From an optimization exercise on the open Yosys and OpenROAD flow, aimed at small area and a short achievable clock period; shortcuts taken in it are not production practice. Only simulation tests tie the RTL to the original design; equivalence was not proved. Power is estimated from default activity; no workload was simulated.

==> flow/design.v (outline; a module is shown in full before it is edited, if it fits) <==
// module iron_coef_rom: 70 lines
// module cic5_dec32: 174 lines
// module fir_iron_mac: 85 lines
// module mul_tree: 534 lines
// module add47: 231 lines
// module chan_decim: 27 lines
module chan_decim (
    input  wire        clk,
    input  wire        rst,         
    input  wire        bit_valid,
    input  wire        bit_in,
    output wire        out_valid,
    output wire [39:0] out_v
);
  // ...
==> flow/flow/run.sh <==
#!/bin/bash
# Standard layout (the standard.sh, standard synthesis unchanged) with
# timing repair aimed at a setup slack margin, so the resizer also works on
# paths that already meet the 12 ns clock. Output goes to flow_make.log.
set -euo pipefail
export SETUP_SLACK_MARGIN=8.3
bash standard.sh > flow_make.log 2>&1
==> flow/standard.sh <==
#!/bin/bash
# synth_recipe.tcl (not shown) runs the flow's synth.tcl, then flattens the netlist and writes it again
# the make line also repeats each setting of config.mk as NAME=value (left out here)
make -C /OpenROAD-flow-scripts/flow DESIGN_CONFIG=/design/flow/config.mk WORK_HOME=/design/flow/orfs CLKGATE_MAP_FILE= SYNTH_SCRIPT=/design/flow/synth_recipe.tcl "${@:-finish}"
==> flow/config.mk <==
export PLATFORM = sky130hd
export DESIGN_NAME = chan_decim
export DESIGN_NICKNAME = chan_decim
export VERILOG_FILES = /design/flow/design.v
export SDC_FILE = /design/flow/constraint.sdc
export NUM_CORES = 4
export LEC_CHECK = 0
export CAP_MARGIN = 20
export CORE_MARGIN = 2
export CORE_UTILIZATION = 70
export CTS_CLUSTER_DIAMETER = 60
export CTS_CLUSTER_SIZE = 24
export SLEW_MARGIN = 20
==> flow/constraint.sdc <==
create_clock -name core_clock -period 12.0 [get_ports {clk}]
set_input_delay 2.4000 -clock core_clock [delete_from_list [all_inputs] [get_ports {clk}]]
set_output_delay 2.4000 -clock core_clock [all_outputs]
set_load 0.01 [all_outputs]
==> summary.txt, run 1 <==
outcome complete, no violations; Worst EP arrival 1.24 ns; max reg flops between 1,000 and 1,500; CP Data Required Time ~9.6 ns; routed wl met2 ~53 mm; die width 296 microns; flops & latches, synth 1,904; clock-net power roughly 0.0038 W; WL final around 110 mm; Placeable Area 0.0840 sq mm; CTS resizes 260; M1 WL approximately 46 mm; clock latency (worst-skew pair) 0.71 ns; Synth Flop Type dfxtp_1; FFs & Latches around 1,900; # diodes 0; Crit Reg-Reg Startpoint u_fir.m_one[7]$_SDFF_PP0_; Final #Nets 4,954; FILL cells 5,010; Layout Skew 0.0256 ns; met1 usage between 30% and 40%; combinational fraction of design power 31.2%; antenna viol nets, final 0; Final Power roughly 0.016 W; Setup crit end kind primary output; register area 0.0385 sq mm; Post-Synth XOR/XNOR Area between 4 and 5%; share of layout cells above drive strength 1 9.87%; Seq power roughly 0.007 W; Flop pwr share 44.8%
==> run 2: changes to the inputs <==
--- a/flow/config.mk
+++ b/flow/config.mk
@@ -8,5 +8,5 @@
 export CAP_MARGIN = 20
 export CORE_MARGIN = 2
-export CORE_UTILIZATION = 70
+export CORE_UTILIZATION = 72
 export CTS_CLUSTER_DIAMETER = 60
 export CTS_CLUSTER_SIZE = 24
==> run 2 against run 1 <==
  * Via count rose by 0.58%
  * Power fell by 0.18%
  * Cell count is 1.5% lower
  * Wire length is 3.1% higher
  * Fmax is 0.53% lower
  * Worst setup slack got worse by 0.019 ns
  * Register-to-register slack worse by 0.03 ns
  * Sequential power hardly changed
  * Clock skew is 0.022 ns higher
==> summary.txt, run 2 <==
pwr dens 244 mW/mm^2 (about the same); Slew Limit Fails 0 (unchanged); Setup crit end kind primary output (unchanged); Hold Vio Cnt, Final 0 (unchanged); Mapped Area 0.0596 sq mm (unchanged); HP Class register to register (unchanged); Net Count, Synth 4,982 (unchanged); routability cong. 0.918 (was 0.904); WL final 110 mm (was 107 mm); DR vias 30,136 (was 29,962); leak pwr 26.5 nW (was 26.6 nW); most frequent cells in the layout dfxtp_1 (1,799), fa_1 (330), inv_1 (309) (was dfxtp_1 (1,796), fa_1 (332), inv_1 (309)); post-DP HPWL 66.6 mm (was 65.9 mm); Highest Clock Rate 273 MHz (was 275 MHz); Die Area 0.0851 sq mm (was 0.0875 sq mm); Buf+Inv Stages, Crit Path 1 (unchanged); Final setup viols 0 (unchanged); share of layout cells above drive strength 1 9.40% (was 9.87%); Hold Crit Depth 0 (unchanged); hold slack 0.300 ns (was 0.314 ns); CP Data Required Time 9.60 ns (about the same); Setup crit start kind register (unchanged); H-tree depth 3 (unchanged); CP Class register to primary output (unchanged); CTS Buf Count 99 (was 103); row cnt 105 (was 106); Placeable Area 0.0820 sq mm (was 0.0840 sq mm); setup repair after global routing missed its margin no (unchanged); drt initial violations 2,114 (was 2,118); initial core utilization 72.7% (was 71.0%); DR pass1 iterations 6 (unchanged); Unique masters post-synth 74 (unchanged); Cell Chain, Critical Path clkdlybuf4s15_2 (unchanged); EDFF count, synth 23 (unchanged); commonest cells in the netlist dfxtp_1 (1,881), fa_1 (344), inv_1 (310), a22oi_1 (216), xnor2_1 (215) (unchanged); flops & latches, synth 1,904 (unchanged); flop-to-flop setup slack 8.39 ns (was 8.42 ns); die width 292 microns (was 296 microns); Syn-to-layout area delta 7.47% (was 7.85%); Crit Reg-Reg Startpoint u_fir.xr[5]$_DFF_P_ (was u_fir.m_one[7]$_SDFF_PP0_); CTS Buffer Depth 3 (unchanged); slowest cell delay on critical path 0.34 ns (was 0.33 ns); CP Max Fanout 2 (unchanged); Ports 45 (unchanged); CTS tree yes (unchanged); Worst Hold End u_fir.ring[118]$_DFF_P_ (was u_fir.ring[9]$_DFF_P_); Worst VDD drop 0.193 mV (was 0.198 mV); antenna viol nets, final 0 (unchanged); max reg flops 1,363 (unchanged); ys async rst share 0% (unchanged); global-route wire length before repair 175 mm (was 169 mm); Slew headroom 36.5% (was 37.7%); most common cell after layout, fill and taps aside dfxtp_1 (unchanged); share of the synthesized area in the top cell type 63.2% (unchanged); CTS hold repair buffers 0 (unchanged); CTS sink cnt 1,904 (unchanged); largest register by flop count u_fir.ring (unchanged); setup TNS 0 ns (unchanged); R2R Path End u_fir.c_q[21]$_DFF_P_ (was u_fir.c_q[24]$_DFF_P_); I/O Buffers 44 (unchanged); Layout Skew 0.0480 ns (was 0.0256 ns); Yosys top cell by area dfxtp_1 (unchanged); count leader, synth dfxtp_1 (unchanged); Slew @ Worst Pin 0.953 ns (was 0.935 ns); Synth Flop Type dfxtp_1 (unchanged); die height 292 microns (was 296 microns); YS warnings 4 (unchanged); clock latency (worst-skew pair) 0.70 ns (was 0.71 ns); Final #Nets 4,938 (was 4,954); min-delay src u_fir.ring[165]$_DFF_P_ (was u_fir.ring[56]$_DFF_P_); number of global-route vias before repair 31,958 (was 31,509); Syn Inst Count 4,495 (unchanged); Slowest cell on crit path dfxtp_2 (unchanged); FF-to-FF path depth 10 (unchanged); total congestion overflow 0 (unchanged); Worst EP arrival 1.26 ns (was 1.24 ns); initial antenna violation count 0 (was 1); Synth Area per Inst 13.3 sq um (unchanged); wire per inst 19.8 microns (was 18.9 microns); pin count of the biggest net entering global routing 95 (was 96); clock transition at the registers of the reported paths 0.09 ns (about the same); biggest regs u_fir.ring (1363), u_fir.c_q (42), u_fir.s_q (42) (unchanged); Final period util 30.5% (was 30.3%); Seq/Total Area, Yosys 64.4% (unchanged); DR DRC count 0 (unchanged); synth top area cells dfxtp_1 (63%), fa_1 (12%), xnor2_1 (3.2%) (unchanged); gr usage total 26.2% (was 24.8%); outcome complete, no violations (unchanged); MaxCap Viol Count 0 (unchanged); Via-to-Cell Ratio 5.42 (was 5.31); Worst path top cell family by delay flip-flops (unchanged); Tmin final 3.66 ns (was 3.64 ns); CTS Root Cell clkbuf_16 (unchanged)
==> run 2: cell counts after synthesis <==
No cell type changed its count.
==> run 2: layer usage <==
layer	track usage [%]	share of wire [%]	up-vias
met1	33.8	41	14914
met5	0	0	-
met3	3.05	4.3	244
li1	-	-	14184
met4	9.10	3.5	0
met2	46.1	51	794
==> run 2: what timing repair did <==
item	CTS	global route
setup endpoints to repair	93	53
gates resized for setup	236	46
setup buffers	5	21
==> run 2: worst max-delay path by stage <==
stage / from / to / slack (ns) / cells past startpoint
after floorplan: u_fir.m_neg[5]$_SDFF_PP0_ / u_fir.c_q[24]$_DFF_P_ / 8.27 / 12
after global placement: u_fir.m_neg[4]$_SDFF_PP0_ / u_fir.c_q[27]$_DFF_P_ / 7.59 / 7
after detailed placement: u_fir.m_neg[4]$_SDFF_PP0_ / u_fir.c_q[14]$_DFF_P_ / 7.56 / 7
after CTS: u_fir.ring[1311]$_SDFF_PP0_ / out_v[35] / 8.30 / 1
after global routing: u_fir.ring[1297]$_SDFF_PP0_ / out_v[21] / 8.29 / 1
final: u_fir.ring[1312]$_SDFF_PP0_ / out_v[36] / 8.34 / 1
==> run 2: logic make-up (layout without fill, tap and decap cells) <==
kind of cell / count (synthesis) / count (layout) / synth area share, %
muxes: 69 / 69 / 1.37
DFF: 1904 / 1904 / 64.4
other: 0 / 1 / 0
buffers and inverters: 556 / 552 / 3.76
and+or+nand+nor: 687 / 687 / 5.83
adders and majority gates: 483 / 483 / 14.5
AOI/OAI and AO/OA: 519 / 519 / 6.12
xor gates and xnor gates: 277 / 277 / 4.07
==> run 2: final cells by class <==
class	count	area [sq um]
clock inverter	32	508
sequential	1904	38500
inverter	318	1210
antenna	1	2.50
tap	1070	1340
clock buffer	109	2600
timing repair buffer	93	783
fill	4723	18000
multi-input combinational	2035	19100
==> run 2: power breakdown <==
part,internal [W],total (W),switching (W)
Combinational,0.00206,0.00493,0.00287
Sequential,0.00674,0.00702,0.000276
Clock,0.00166,0.00368,0.00203
==> run 2: per-stage QoR <==
stage          util [%]  area (sq um)  total power (W)  setup WS (ns)  instances
2_1_floorplan         -         59600           0.0107           8.27       4495
3_3_place_gp       73.8         60500           0.0118           7.59       5394
3_5_place_dp       73.8         60500           0.0120           7.56       5394
4_1_cts            77.8         63800           0.0158           8.30       5540
5_1_grt            78.1         64000           0.0167           8.29       5561
6_report           78.1         64000           0.0156           8.34       5562
==> run 3: changes to the inputs <==
==> flow/flow/run.sh (replaced) <==
#!/bin/bash
# Standard layout (the standard.sh, standard synthesis unchanged) with
# timing repair aimed at a setup slack margin, so the resizer also works on
# paths that already meet the 12 ns clock, and with buf_4 port buffers.
# Output goes to flow_make.log; each tool also logs under orfs/logs.
set -euo pipefail
export SETUP_SLACK_MARGIN=8.3
export BUFFER_PORTS_ARGS="-buffer_cell sky130_fd_sc_hd__buf_4"
bash standard.sh > flow_make.log 2>&1
--- a/flow/config.mk
+++ b/flow/config.mk
@@ -8,5 +8,5 @@
 export CAP_MARGIN = 20
 export CORE_MARGIN = 2
-export CORE_UTILIZATION = 72
+export CORE_UTILIZATION = 70
 export CTS_CLUSTER_DIAMETER = 60
 export CTS_CLUSTER_SIZE = 24
==> run 3 against run 2 <==
  * Fmax increased by 0.78%
  * Worst setup slack improved by 0.028 ns
  * Via count decreased by 1.5%
  * Register-to-register slack about the same
  * Count of clock-buffer cells in the layout increased by 1
  * Critical endpoint is now out_v[29]
  * First-iteration DRC count decreased by 5.4%
  * Worst hold slack improved by 0.0021 ns
  * Clock power about the same
  * Power decreased by 0.40%
  * Still clean
  * Global-route usage decreased by 2.1 points
==> summary.txt, run 3 <==
Clk pwr share 23.7% (was 23.6%); clock transition at the registers of the reported paths 0.09 ns (about the same); Final period util 30.3% (was 30.5%); Ports 45 (unchanged); MaxCap Viol Count 0 (unchanged); internal power 0.0104 W (was 0.0105 W); WL final 104 mm (was 110 mm); switching power 0.00515 W (was 0.00517 W); Highest Clock Rate 275 MHz (was 273 MHz); total congestion overflow 0 (unchanged); largest register by flop count u_fir.ring (unchanged); CTS hold repair buffers 0 (unchanged); Worst path top cell family by delay flip-flops (unchanged); Worst Hold End u_fir.ring[727]$_DFF_P_ (was u_fir.ring[118]$_DFF_P_); Die Area 0.0875 sq mm (was 0.0851 sq mm); die width 296 microns (was 292 microns); DR vias 29,679 (was 30,136); Net Count, Synth 4,982 (unchanged); Flop pwr share 45.1% (was 44.9%); compound-cell area share of the yosys netlist 6.12% (unchanged); Mapped Area 0.0596 sq mm (unchanged); flops & latches, synth 1,904 (unchanged); hold slack 0.302 ns (was 0.300 ns); I/O Buffers 44 (unchanged); number of global-route vias before repair 30,943 (was 31,958); CP Data Required Time 9.60 ns (about the same); min-delay src u_fir.ring[774]$_DFF_P_ (was u_fir.ring[165]$_DFF_P_); CTS Buf Count 101 (was 99); Unique masters post-synth 74 (unchanged); CTS sink cnt 1,904 (unchanged); CP Max Fanout 2 (unchanged); synth top area cells dfxtp_1 (63%), fa_1 (12%), xnor2_1 (3.2%) (unchanged); Via-to-Cell Ratio 5.28 (was 5.42); drt initial violations 2,000 (was 2,114); slowest cell delay on critical path 0.38 ns (was 0.34 ns); Crit Reg-Reg Startpoint u_fir.xr[10]$_DFF_P_ (was u_fir.xr[5]$_DFF_P_); CP Class register to primary output (unchanged); pin count of the biggest net entering global routing 86 (was 95); Placeable Area 0.0840 sq mm (was 0.0820 sq mm); row cnt 106 (was 105); FF-to-FF path depth 10 (unchanged); Seq/Total Area, Yosys 64.4% (unchanged); most frequent cells in the layout dfxtp_1 (1,830), fa_1 (337), inv_1 (310) (was dfxtp_1 (1,799), fa_1 (330), inv_1 (309)); YS warnings 4 (unchanged); CTS tree yes (unchanged); CTS Buffer Depth 3 (unchanged); gr usage total 24.1% (was 26.2%); ys async rst share 0% (unchanged); Worst VDD drop 0.172 mV (was 0.193 mV); routability cong. 0.918 (about the same); share of the synthesized area in the top cell type 63.2% (unchanged); count leader, synth dfxtp_1 (unchanged); Cell Chain, Critical Path buf_4 (was clkdlybuf4s15_2); outcome complete, no violations (unchanged); die height 296 microns (was 292 microns); Final setup viols 0 (unchanged); Setup crit start kind register (unchanged); pwr dens 243 mW/mm^2 (was 244 mW/mm^2); DR DRC count 0 (unchanged); antenna viol nets, final 0 (unchanged); Hold Crit Depth 0 (unchanged); Synth Flop Type dfxtp_1 (unchanged); initial core utilization 71.0% (was 72.7%); HP Class register to register (unchanged); post-synthesis mux area share 1.37% (unchanged); Syn-to-layout area delta 7.39% (was 7.47%); Hold Vio Cnt, Final 0 (unchanged); Slowest cell on crit path dfxtp_2 (unchanged); Layout Skew 0.0552 ns (was 0.0480 ns); Buf+Inv Stages, Crit Path 1 (unchanged); Tmin final 3.63 ns (was 3.66 ns); CP Depth 1 (unchanged); sw frac 33.1% (about the same); max reg flops 1,363 (unchanged); largest family of logic cells by synthesized area adder cells (unchanged); setup repair after global routing missed its margin yes (was no); setup TNS 0 ns (unchanged); Synth Area in Simple Gates 5.83% (unchanged); Worst EP arrival 1.23 ns (was 1.26 ns); Post-Synth XOR/XNOR Area 4.07% (unchanged); leak pwr 26.4 nW (was 26.5 nW); biggest regs u_fir.ring (1363), u_fir.c_q (42), u_fir.s_q (42) (unchanged); Yosys top cell by area dfxtp_1 (unchanged); CTS Root Cell clkbuf_16 (unchanged); global-route wire length before repair 166 mm (was 175 mm); FILL cells 5,066 (was 4,723); Syn Inst Count 4,495 (unchanged); Synth Area per Inst 13.3 sq um (unchanged); Final #Nets 4,934 (was 4,938); Slew @ Worst Pin 0.882 ns (was 0.953 ns); R2R Path End u_fir.c_q[24]$_DFF_P_ (was u_fir.c_q[21]$_DFF_P_); post-DP HPWL 63.9 mm (was 66.6 mm); most common cell after layout, fill and taps aside dfxtp_1 (unchanged); Slew Limit Fails 0 (unchanged); EDFF count, synth 23 (unchanged); flop-to-flop setup slack 8.39 ns (about the same); wire per inst 18.5 microns (was 19.8 microns); DR pass1 iterations 7 (was 6); clock latency (worst-skew pair) 0.72 ns (was 0.70 ns); Slew headroom 41.2% (was 36.5%); adder-cell area share of the yosys netlist 14.5% (unchanged); commonest cells in the netlist dfxtp_1 (1,881), fa_1 (344), inv_1 (310), a22oi_1 (216), xnor2_1 (215) (unchanged); H-tree depth 3 (unchanged); initial antenna violation count 1 (was 0); Setup crit end kind primary output (unchanged); combinational fraction of design power 31.3% (was 31.5%); share of layout cells above drive strength 1 8.51% (was 9.40%)
run 3: area by class of cell:
type / instances / area [sq um] / area share (%)
Sequential cell: 1904 / 38500 / 60.2
Multi-Input combinational cell: 2035 / 19000 / 29.8
Clock buffer: 110 / 2590 / 4.05
Tap cell: 1134 / 1420 / 2.22
Inverter: 318 / 1200 / 1.88
Timing Repair Buffer: 87 / 711 / 1.11
Clock inverter: 35 / 528 / 0.825
Antenna cell: 2 / 5.00 / 0.00782
run 3: how the worst max path moves through the flow:
stage / end / from / slack, ns
2_1_floorplan: u_fir.c_q[24]$_DFF_P_ / u_fir.m_neg[5]$_SDFF_PP0_ / 8.27
3_3_place_gp: u_fir.c_q[27]$_DFF_P_ / u_fir.m_neg[4]$_SDFF_PP0_ / 7.61
3_5_place_dp: u_fir.c_q[18]$_DFF_P_ / u_fir.m_neg[4]$_SDFF_PP0_ / 7.47
4_1_cts: u_cic.acc[13]$_DFF_P_ / u_cic.stq[1]$_SDFF_PP0_ / 8.30
5_1_grt: u_cic.acc[6]$_DFF_P_ / u_cic.step$_SDFF_PP0_ / 8.25
6_report: out_v[29] / u_fir.ring[1305]$_SDFF_PP0_ / 8.37
run 3: kinds of logic after synthesis:
logic type | count (synthesis)
flops | 1904
fa+ha+maj | 483
buf+inv | 556
simple gates | 687
mux | 69
xor+xnor | 277
compound gates | 519
run 3: power by group through the flow:
stage | Combinational (W) | Sequential, W | Clock (W)
after floorplan | 0.00374 | 0.00701 | 0
after global routing | 0.00563 | 0.00705 | 0.00398
after global placement | 0.00463 | 0.00715 | 0
final | 0.00487 | 0.00701 | 0.00368
after CTS | 0.00493 | 0.00702 | 0.00376
after detailed placement | 0.00484 | 0.00716 | 0
run 3: metrics by stage:
step / total power (W) / cells / setup WS, ns / utilization [%] / instance area [sq um]
floorplan: 0.0107 / 4495 / 8.27 / - / 59600
detailed placement: 0.0120 / 5458 / 7.47 / 72.0 / 60500
global placement: 0.0118 / 5458 / 7.61 / 72.0 / 60500
CTS: 0.0157 / 5604 / 8.30 / 75.9 / 63700
finish: 0.0156 / 5625 / 8.37 / 76.2 / 64000
global route: 0.0167 / 5623 / 8.25 / 76.2 / 64000
run 3: routing by layer:
metal  vias up  track usage (%)  share of wire, %
met5         -                0                 0
met4         0             7.50               2.9
met3       211             3.14               4.6
met2       724             40.8                48
met1     14573             32.7                44
li1      14171                -                 -
run 3: what timing repair did:
action,CTS,global route
hold endpoints to repair,0,0
endpoints found under the setup margin,52,41
buffers inserted,1,19
gates resized for setup,63,36
pin swaps,0,1
==> run 4: changes to the inputs <==
--- a/flow/flow/run.sh
+++ b/flow/flow/run.sh
@@ -5,5 +5,5 @@
 # Output goes to flow_make.log; each tool also logs under orfs/logs.
 set -euo pipefail
-export SETUP_SLACK_MARGIN=8.3
+export SETUP_SLACK_MARGIN=8.6
 export BUFFER_PORTS_ARGS="-buffer_cell sky130_fd_sc_hd__buf_4"
 bash standard.sh > flow_make.log 2>&1
==> run 4 against run 3 <==
  * Global-route usage increased by 1.8 points
  * Worst setup slack better by 0.034 ns
  * Synthesized cell count did not move
  * Largest power group unchanged
==> summary.txt, run 4 <==
met2 Usage GRT 45.4% (was 40.8%); initial antenna violation count 3 (was 1); Via-to-Cell Ratio 5.32 (was 5.28); antenna viol nets, final 0 (unchanged); met1 usage 33.2% (was 32.7%); die height 296 microns (unchanged); Critical Path Start u_fir.m_one[6]$_SDFF_PP0_ (was u_fir.ring[1305]$_SDFF_PP0_); Highest Clock Rate 278 MHz (was 275 MHz); Slew Limit Fails 0 (unchanged); I/O Buffers 44 (unchanged); Post-Synth XOR/XNOR Area 4.07% (unchanged); max reg flops 1,363 (unchanged); compound-cell area share of the yosys netlist 6.12% (unchanged); wire per inst 19.5 microns (was 18.5 microns); Tmin final 3.60 ns (was 3.63 ns); clock latency (worst-skew pair) 0.70 ns (was 0.72 ns); post-DP HPWL 65.8 mm (was 63.9 mm); Final #Nets 5,018 (was 4,934); WL final 111 mm (was 104 mm); min-delay src u_fir.ring[1158]$_DFF_P_ (was u_fir.ring[774]$_DFF_P_); # diodes 0 (was 2); CP Class register to register (was register to primary output); largest family of logic cells by synthesized area adder cells (unchanged); Crit Reg-Reg Startpoint u_fir.m_one[6]$_SDFF_PP0_ (was u_fir.xr[10]$_DFF_P_); EDFF count, synth 23 (unchanged); Worst EP arrival 4.15 ns (was 1.23 ns); Hold Vio Cnt, Final 0 (unchanged); leak pwr 26.9 nW (was 26.4 nW); Unique masters post-synth 74 (unchanged); CTS hold repair buffers 0 (unchanged); Mapped Area 0.0596 sq mm (unchanged); commonest cells in the netlist dfxtp_1 (1,881), fa_1 (344), inv_1 (310), a22oi_1 (216), xnor2_1 (215) (unchanged); YS warnings 4 (unchanged); GR Util met3 3.75% (was 3.14%); CTS Buffer Depth 3 (unchanged); most common cell after layout, fill and taps aside dfxtp_1 (unchanged); total congestion overflow 0 (unchanged); H-tree depth 3 (unchanged); Worst VDD drop 0.179 mV (was 0.172 mV); Slew headroom 40.4% (was 41.2%); Setup crit end kind register (was primary output); drt initial violations 2,150 (was 2,000); Syn-to-layout area delta 10.2% (was 7.39%); HP Class register to register (unchanged); Syn Inst Count 4,495 (unchanged); Die Area 0.0875 sq mm (unchanged); outcome complete, no violations (unchanged); GRT Max-Usage Layer met2 (unchanged); initial core utilization 71.0% (unchanged); count leader, synth dfxtp_1 (unchanged); share of the synthesized area in the top cell type 63.2% (unchanged); Final period util 30.0% (was 30.3%); Layout Skew 0.0448 ns (was 0.0552 ns); Synth Flop Type dfxtp_1 (unchanged); setup repair after global routing missed its margin yes (unchanged); CTS sink cnt 1,904 (unchanged); CTS Root Cell clkbuf_16 (unchanged); Ports 45 (unchanged); Seq/Total Area, Yosys 64.4% (unchanged); DP Area 0.0606 sq mm (was 0.0605 sq mm); number of global-route vias before repair 32,131 (was 30,943); routability cong. 0.894 (was 0.918); Setup crit start kind register (unchanged); DR DRC count 0 (unchanged); flops & latches, synth 1,904 (unchanged); DR vias 30,357 (was 29,679); Synth Area in Simple Gates 5.83% (unchanged); CP Data Required Time 12.55 ns (was 9.60 ns); pin count of the biggest net entering global routing 88 (was 86); biggest regs u_fir.ring (1363), u_fir.c_q (42), u_fir.s_q (42) (unchanged); gr usage total 25.9% (was 24.1%); pwr dens 243 mW/mm^2 (about the same); Slew @ Worst Pin 0.894 ns (was 0.882 ns); post-synthesis mux area share 1.37% (unchanged); synth top area cells dfxtp_1 (63%), fa_1 (12%), xnor2_1 (3.2%) (unchanged); FILL cells 4,736 (was 5,066); ys async rst share 0% (unchanged); CTS Buf Count 102 (was 101); Final setup viols 0 (unchanged); setup TNS 0 ns (unchanged); Net Count, Synth 4,982 (unchanged); adder-cell area share of the yosys netlist 14.5% (unchanged); global-route wire length before repair 175 mm (was 166 mm); Yosys top cell by area dfxtp_1 (unchanged); Placeable Area 0.0840 sq mm (unchanged); largest register by flop count u_fir.ring (unchanged); clock transition at the registers of the reported paths 0.09 ns (about the same); row cnt 106 (unchanged); MaxCap Viol Count 0 (unchanged); die width 296 microns (unchanged); post-route cell area 0.0656 sq mm (was 0.0640 sq mm); most frequent cells in the layout dfxtp_1 (1,782), inv_1 (282), fa_1 (265) (was dfxtp_1 (1,830), fa_1 (337), inv_1 (310)); Synth Area per Inst 13.3 sq um (unchanged); CTS tree yes (unchanged); CP Max Fanout 3 (was 2); DR pass1 iterations 6 (was 7); share of layout cells above drive strength 1 14.8% (was 8.51%)
run 4: routing by layer:
metal | up-vias | wire length, microns
met3 | 263 | 5410
met4 | 0 | 3570
met5 | - | 0
met2 | 811 | 56000
met1 | 14917 | 46300
li1 | 14366 | -
run 4: cells by family (layout without fill, tap and decap cells):
| family | count (synthesis) | count (layout) |
|---|---|---|
| adders and majority gates | 483 | 483 |
| muxes | 69 | 69 |
| DFF | 1904 | 1904 |
| and+or+nand+nor | 687 | 687 |
| buffers and inverters | 556 | 634 |
| xor gates and xnor gates | 277 | 277 |
| AOI/OAI and AO/OA | 519 | 519 |
run 4: metrics by stage:
step | power (W) | util [%] | hold slack [ns] | std cells | worst slack (ns)
floorplan | 0.0108 | - | 0.310 | 4495 | 8.50
global placement | 0.0118 | 72.2 | 0.310 | 5457 | 7.71
detailed placement | 0.0120 | 72.2 | 0.312 | 5457 | 7.65
CTS | 0.0160 | 77.5 | 0.295 | 5679 | 8.38
global route | 0.0171 | 78.2 | 0.301 | 5707 | 8.33
finish | 0.0160 | 78.2 | 0.298 | 5707 | 8.40
run 4: cell type report:
cell class	instances	area, sq um	share of cell area, %
Sequential cell	1904	38600	58.8
Inverter	318	1210	1.85
Timing Repair Buffer	170	1620	2.46
Clock buffer	109	2640	4.02
Multi-Input combinational cell	2035	19600	29.9
Clock inverter	37	534	0.814
Tap cell	1134	1420	2.16
run 4: path summary, 6_finish.rpt:
check,endpoint,slack (ns),cells past startpoint
max,u_fir.c_q[24]$_DFF_P_,8.40,11
min,u_fir.ring[1111]$_DFF_P_,0.30,0
max reg2reg,u_fir.c_q[24]$_DFF_P_,8.40,11
min reg2reg,u_fir.ring[1111]$_DFF_P_,0.30,0
run 4: power breakdown:
part	leakage [nW]	internal [W]	switching (W)
combinational	9.90	0.00225	0.00300
sequential	15.5	0.00674	0.000274
clock	1.54	0.00166	0.00205
total	26.9	0.0106	0.00532
run 4: what timing repair did:
action	CTS	global route
setup buffers	74	27
pin swaps	52	72
resized for setup	254	115
gates cloned	2	1
endpoints found under the setup margin	118	108
run 4: worst max-delay path, cell delays in order (launching register included):
cell,delay (ns)
dfxtp_4,0.36
buf_12,0.13
a22oi_2,0.16
xor2_1,0.10
fa_1,0.54
inv_2,0.05
fa_1,0.50
inv_1,0.05
fa_1,0.54
inv_2,0.05
fa_2,0.55
fa_2,0.43

[separate check: timing with driven ports]
Ports are ideal in the flow. The routed layouts listed here were re-timed in OpenROAD. Step 1: set_driving_cell puts a clkbuf_16 on clk and a buf_2 on each other input, an assumption about the parent block. Step 2 adds t to the input delays and takes it off the output delays; t is the mean of the earliest and latest rising clock arrival at the registers after step 1. Input paths then give back, and output paths get back, about the clock's delay inside the block. a / b / c = no drivers / after step 1 / after step 2; a / b = the first two.
run	t (ns)	slack for setup (ns)	worst setup path after step 2	clock arrival spread, ns
run 1	0.768	8.359 / 8.292 / 8.420	register to register	0.029 / 0.029
run 2	0.745	8.340 / 8.272 / 8.390	register to register	0.051 / 0.052
run 3	0.758	8.368 / 8.302 / 8.388	register to register	0.056 / 0.056
run 4	0.754	8.402 / 8.354 / 8.402	register to register	0.047 / 0.047
After both steps every run listed still meets setup and hold.
